This design comes from an exercise in tuning for small area on the open sky130 flow, not from production work. Only simulation tests tie the RTL to the original design; equivalence was not proved. Power and IR drop assume default switching activity.

==> 08-17 <==
## akf_filter_bank
module akf_filter_bank (
    input  wire         clk,
    input  wire         rst,
    input  wire         bus_wr,
    input  wire         bus_rd,
    input  wire [8:0]   bus_addr,
    input  wire [31:0]  bus_wdata,
    output reg  [31:0]  bus_rdata,
    input  wire         frm_valid,
    output wire         frm_ready,
    input  wire         frm_port,      
    input  wire [1:0]   frm_fmt,       
    input  wire [28:0]  frm_id,
    input  wire [3:0]   frm_len,
    input  wire         frm_rtr,
    input  wire [7:0]   frm_d0,
    input  wire [7:0]   frm_d1,
    output reg          res_valid,
    output reg  [3:0]   res_hit,       
    output reg  [19:0]  res_flt,       
    output reg  [7:0]   res_dest,      
    output reg  [43:0]  res_tgt,       
    output reg          res_bridge
);
==> flow/config.mk <==
export PLATFORM = sky130hd
export DESIGN_NAME = akf_filter_bank
export DESIGN_NICKNAME = akf_filter_bank
export VERILOG_FILES = /design/flow/design.v
export SDC_FILE = /design/flow/constraint.sdc
export NUM_CORES = 4
export LEC_CHECK = 0
export ABC_AREA = 0
export ABC_CLOCK_PERIOD_IN_PS = 12000
export CAP_MARGIN = 20
export CORE_MARGIN = 2
export CORE_UTILIZATION = 75
export CTS_BUF_LIST = sky130_fd_sc_hd__clkbuf_8
export CTS_CLUSTER_DIAMETER = 50
export CTS_CLUSTER_SIZE = 16
export PLACE_DENSITY = 0.85
export SLEW_MARGIN = 20
export SYNTH_HIERARCHICAL = 1
export SYNTH_MINIMUM_KEEP_SIZE = 0
==> flow/constraint.sdc <==
create_clock -name core_clock -period 12.0 [get_ports {clk}]
set_input_delay 2.4000 -clock core_clock [delete_from_list [all_inputs] [get_ports {clk}]]
set_output_delay 2.4000 -clock core_clock [all_outputs]
set_load 0.01 [all_outputs]
standard.sh (not shown) runs the stock make flow with config.mk's settings and CLKGATE_MAP_FILE= SYNTH_SCRIPT=/design/flow/synth_recipe.tcl, a recipe that flattens the netlist after the stock synthesis.
==> flow/flow/run.sh <==
#!/bin/bash
# Standard ORFS layout with three changes: the port buffers are buf_1
# cells, the clock tree uses clkbuf_8 in clusters of at most 16 sinks,
# and clock tree synthesis adds no dummy loads.
set -euo pipefail
export BUFFER_PORTS_ARGS="-buffer_cell sky130_fd_sc_hd__buf_1"
export CTS_ARGS="-sink_clustering_enable -repair_clock_nets -buf_list sky130_fd_sc_hd__clkbuf_8 -sink_clustering_size 16 -sink_clustering_max_diameter 50 -dont_use_dummy_load"
bash standard.sh > standard_flow.log 2>&1
==> inputs of 06-19, as changes to 08-17 <==
--- a/flow/design.v
+++ b/flow/design.v
@@ -32,23 +32,25 @@
     reg  [31:0] stg_d;
     reg         rst_q;         
     reg  [5:0]  pan_b1, pan_b2, pan_b3;
     reg  [3:0]  pan_cap;
     reg  [3:0]  fault_cap;
     reg         busy;
-    reg  [4:0]  cnt;           
+    reg  [5:0]  cnt;           
     reg         p_eqa, p_mask, p_lo;    
     reg  [8:0]  raddr;
     reg         rd_q;
-    reg  [28:0] fr_id;
-    reg  [1:0]  fr_fmt;
-    reg         fr_port;
-    reg  [15:0] fr_v;          
-    reg         fr_ehi;        
-    reg         fr_elo;        
+    reg  [49:0] frq;
+    wire [28:0] fr_id  = frq[28:0];
+    wire [15:0] fr_v   = frq[44:29];   
+    wire [1:0]  fr_fmt = frq[46:45];
+    wire        fr_port = frq[47];
+    wire        fr_elo = frq[48];      
+    wire        fr_ehi = frq[49];      
     wire accept = frm_valid & ~busy;
+    integer q;
     assign frm_ready = ~busy;
     reg         f_en     [0:NF-1];
     reg         f_plc    [0:NF-1];
     reg         f_pair   [0:NF-1];
     reg         f_data   [0:NF-1];
     reg  [9:0]  f_k      [0:NF-1];    
@@ -56,13 +58,24 @@
     reg  [28:0] f_a      [0:NF-1];
     reg  [28:0] f_b      [0:NF-1];
     reg  [31:0] f_d      [0:NF-1];
     reg  [15:0] f_hit    [0:NF-1];
     wire [3:0]  idx = cnt[4:1];
     wire        ph  = cnt[0];
-    wire [3:0]  sel = busy ? idx : raddr[6:3];
+    wire        lk  = cnt[5];          
+    wire [1:0]  lp  = cnt[1:0];
+    reg  [3:0]  lk_flt;
+    always @(*) begin
+        case (lp)
+            2'd0: lk_flt = res_flt[3:0];
+            2'd1: lk_flt = res_flt[8:5];
+            2'd2: lk_flt = res_flt[13:10];
+            default: lk_flt = res_flt[18:15];
+        endcase
+    end
+    wire [3:0]  sel = busy ? (lk ? lk_flt : idx) : raddr[6:3];
     wire [NF-1:0] oh = 16'd1 << sel;
     wire [120:0]  s_row;
     genvar c, h;
     generate
         for (c = 0; c < 121; c = c + 1) begin : rcol
             wire [NF-1:0] d;
@@ -83,12 +96,16 @@
     wire [9:0]  s_kc   = s_k ^ 10'h300;
     wire        s_nm   = s_kc[9] & s_kc[8];
     wire [1:0]  s_type = s_nm ? s_kc[7:6] : s_kc[9:8];
     wire [1:0]  s_fmt  = s_nm ? s_kc[5:4] : s_kc[7:6];
     wire [1:0]  s_dest = s_nm ? s_kc[1:0] : D_MAILBOX;
     wire [5:0]  s_tgt  = s_nm ? {4'd0, s_kc[3:2]} : s_kc[5:0];
+    wire [49:0] frm_in = {(frm_len == 4'd0) | (frm_rtr & (frm_fmt != 2'd0)),
+                          (frm_len < 4'd2)  | (frm_rtr & (frm_fmt != 2'd0)),
+                          frm_port, frm_fmt, frm_d0, frm_d1, frm_id};
+    wire [7:0]  lk_dt  = {8{res_hit[lp]}} & {s_dest, s_tgt};
     function [1:0] owner;
         input [3:0] idx;
         begin
             owner = {1'b0, ({2'b0, idx} >= pan_b1)}
                   + {1'b0, ({2'b0, idx} >= pan_b2)}
                   + {1'b0, ({2'b0, idx} >= pan_b3)};
@@ -135,13 +152,13 @@
                  && !(fr_elo && (s_d[23:16] != 8'd0));
     wire match = s_en
               && (fr_port ? s_pair : s_plc)
               && (s_fmt == fr_fmt)
               && id_ok
               && (!s_data || data_ok);
-    wire win = busy & ph & match & ~res_hit[o_pan];
+    wire win = busy & ~lk & ph & match & ~res_hit[o_pan];
     wire        sel_flt = (bus_addr[8:7] == 2'b00);
     wire        sel_sys = bus_addr[8];
     wire [3:0]  b_idx   = bus_addr[6:3];
     wire [2:0]  b_word  = bus_addr[2:0];
     wire [31:0] w       = bus_wdata;
     wire [1:0]  w_dest  = w[9:8];
@@ -228,53 +245,48 @@
         end
         p_eqa  <= id_eq;
         p_mask <= seg_zero(xm);
         p_lo   <= ~id_cmp;
         if (rst) begin
             busy      <= 1'b0;
-            cnt       <= 5'd0;
+            cnt       <= 6'd0;
             res_valid <= 1'b0;
         end else begin
-            res_valid <= busy & (cnt == 5'd31);
+            res_valid <= busy & (cnt == 6'd35);
             if (accept)
                 busy <= 1'b1;
-            else if (cnt == 5'd31)
+            else if (cnt == 6'd35)
                 busy <= 1'b0;
             if (busy)
-                cnt <= cnt + 5'd1;
-        end
-        if (accept) begin
-            fr_id   <= frm_id;
-            fr_fmt  <= frm_fmt;
-            fr_port <= frm_port;
-            fr_v    <= {frm_d0, frm_d1};
-            fr_ehi  <= (frm_len == 4'd0) | (frm_rtr & (frm_fmt != 2'd0));
-            fr_elo  <= (frm_len < 4'd2)  | (frm_rtr & (frm_fmt != 2'd0));
+                cnt <= (cnt == 6'd35) ? 6'd0 : cnt + 6'd1;
         end
+        if (accept)
+            frq[49:32] <= frm_in[49:32];
+        for (q = 0; q < 4; q = q + 1)
+            if (accept | (busy & lk & (lp == q)))
+                frq[8*q +: 8] <= accept ? frm_in[8*q +: 8] : lk_dt;
     end
-    integer q;
     always @(posedge clk) begin
         for (q = 0; q < 4; q = q + 1) begin
             if (accept) begin
                 res_hit[q]          <= 1'b0;
                 res_flt[5*q +: 5]   <= 5'd0;
-                res_dest[2*q +: 2]  <= 2'd0;
-                res_tgt[11*q +: 11] <= 11'd0;
             end else if (win && (o_pan == q)) begin
                 res_hit[q]          <= 1'b1;
                 res_flt[5*q +: 5]   <= {1'b0, idx};
-                res_dest[2*q +: 2]  <= s_dest;
-                res_tgt[11*q +: 11] <= {5'd0, s_tgt};
             end
         end
     end
     always @(*) begin
         res_bridge = 1'b0;
-        for (q = 0; q < 4; q = q + 1)
-            if (res_hit[q] && (res_dest[2*q +: 2] == D_BRIDGE))
+        for (q = 0; q < 4; q = q + 1) begin
+            res_dest[2*q +: 2]  = frq[8*q + 6 +: 2];
+            res_tgt[11*q +: 11] = {5'd0, frq[8*q +: 6]};
+            if (res_hit[q] && (frq[8*q + 6 +: 2] == D_BRIDGE))
                 res_bridge = 1'b1;
+        end
     end
     localparam [255:0] RD_MASK = {32'h0000_000F,      
                                   32'h0000_000F,      
                                   32'h003F_3F3F,      
                                   32'h0000_FFFF,      
                                   32'hFFFF_FFFF,      
==> comparison <==
Against 06-19, the flip-flop and latch count of 08-17 is higher by 31.
Sequential share of layout area: 08-17 is higher than 06-19 (0.24 points).
Between 08-17 and 06-19, the lower routed wire length is in 08-17 (gap 1.9%, measured against 06-19).
08-17 produced a clean layout. 06-19 finished with timing, DRC and antenna clean.
Of 06-19 and 08-17, 08-17 has the higher sequential power (gap about 0.9%, measured against 08-17).
Against 08-17, the utilization of 06-19 is lower by 0.19 points.
Clock power: 08-17 is higher than 06-19 (about 1%).
Of 08-17 and 06-19, 08-17 has the higher clock-buffer cell count (gap 3).
Global-route usage: 06-19 is higher than 08-17 (1.1 points).
Against 06-19, the synthesized cell count of 08-17 is larger by about 0.9%.
==> figures <==
|  | 08-17 | 06-19 |
|---|---|---|
| Status | no timing/DRC/antenna violations | no timing/DRC/antenna violations |
| Detailed placement HPWL | 126000 um | 134000 um |
| Vias per cell | 8.12 | 8.26 |
| Wire length of the first global-routing pass | 316000 um | 322000 um |
| Worst slew margin relative to its limit | 7.39% | 14.0% |
| Slowest Stage Delay on Critical Path | 1.00 ns | 0.99 ns |
| Layout inverter count without the clock tree | 30 | 33 |
| Via count of the first global-routing pass | 46357 | 46098 |
| Post-synth cell types | 68 | 69 |
| Multi-Input Combinational | 1898 | 1888 |
| Simple-gate share of the synthesized area | 5.43% | 5.37% |
| Met1 Use GR | 55.8% | 57.3% |
| Number of storage elements in the synthesis netlist | 2177 | 2146 |
| Maximum operating frequency | 113 MHz | 104 MHz |
| Sequential fraction of design power | 66.3% | 64.8% |
| CP max stage cell | dfxtp_1 | a222oi_1 |
| Met2 WL post-DR | 99300 um | 98600 um |
| Multi-input gate share of total cell area | 17.1% | 17.2% |
| Fraction of power consumed by the clock network | 24.5% | 23.9% |
| Capture point of the worst path | bus_rdata[19] | bus_rdata[20] |

-- afterwards: timing with drivers on the ports --
Ports are ideal in the flow. The routed layouts listed here were re-timed in OpenROAD.
Step 1 (the two cells are an assumption about what drives the block):
set clk [get_ports {clk}]
set_driving_cell -lib_cell sky130_fd_sc_hd__clkbuf_16 $clk
set_driving_cell -lib_cell sky130_fd_sc_hd__buf_2 [delete_from_list [all_inputs] $clk]
Step 2 times the ports against the registers' clock, not the clock port: input delays grow and output delays shrink by t, the midpoint of the rising clock arrivals with the driver on.
Three values: no drivers, after step 1, after step 2; two values: the first two.
| run | t, ns | setup slack, ns | pins driven straight from the clock port |
|---|---|---|---|
| 08-17 | 0.959 | 3.122 / 3.047 / 3.600 | 1 |
| 06-19 | 0.936 | 2.364 / 2.293 / 3.172 | 1 |
After both steps setup and hold are still met in every run listed.
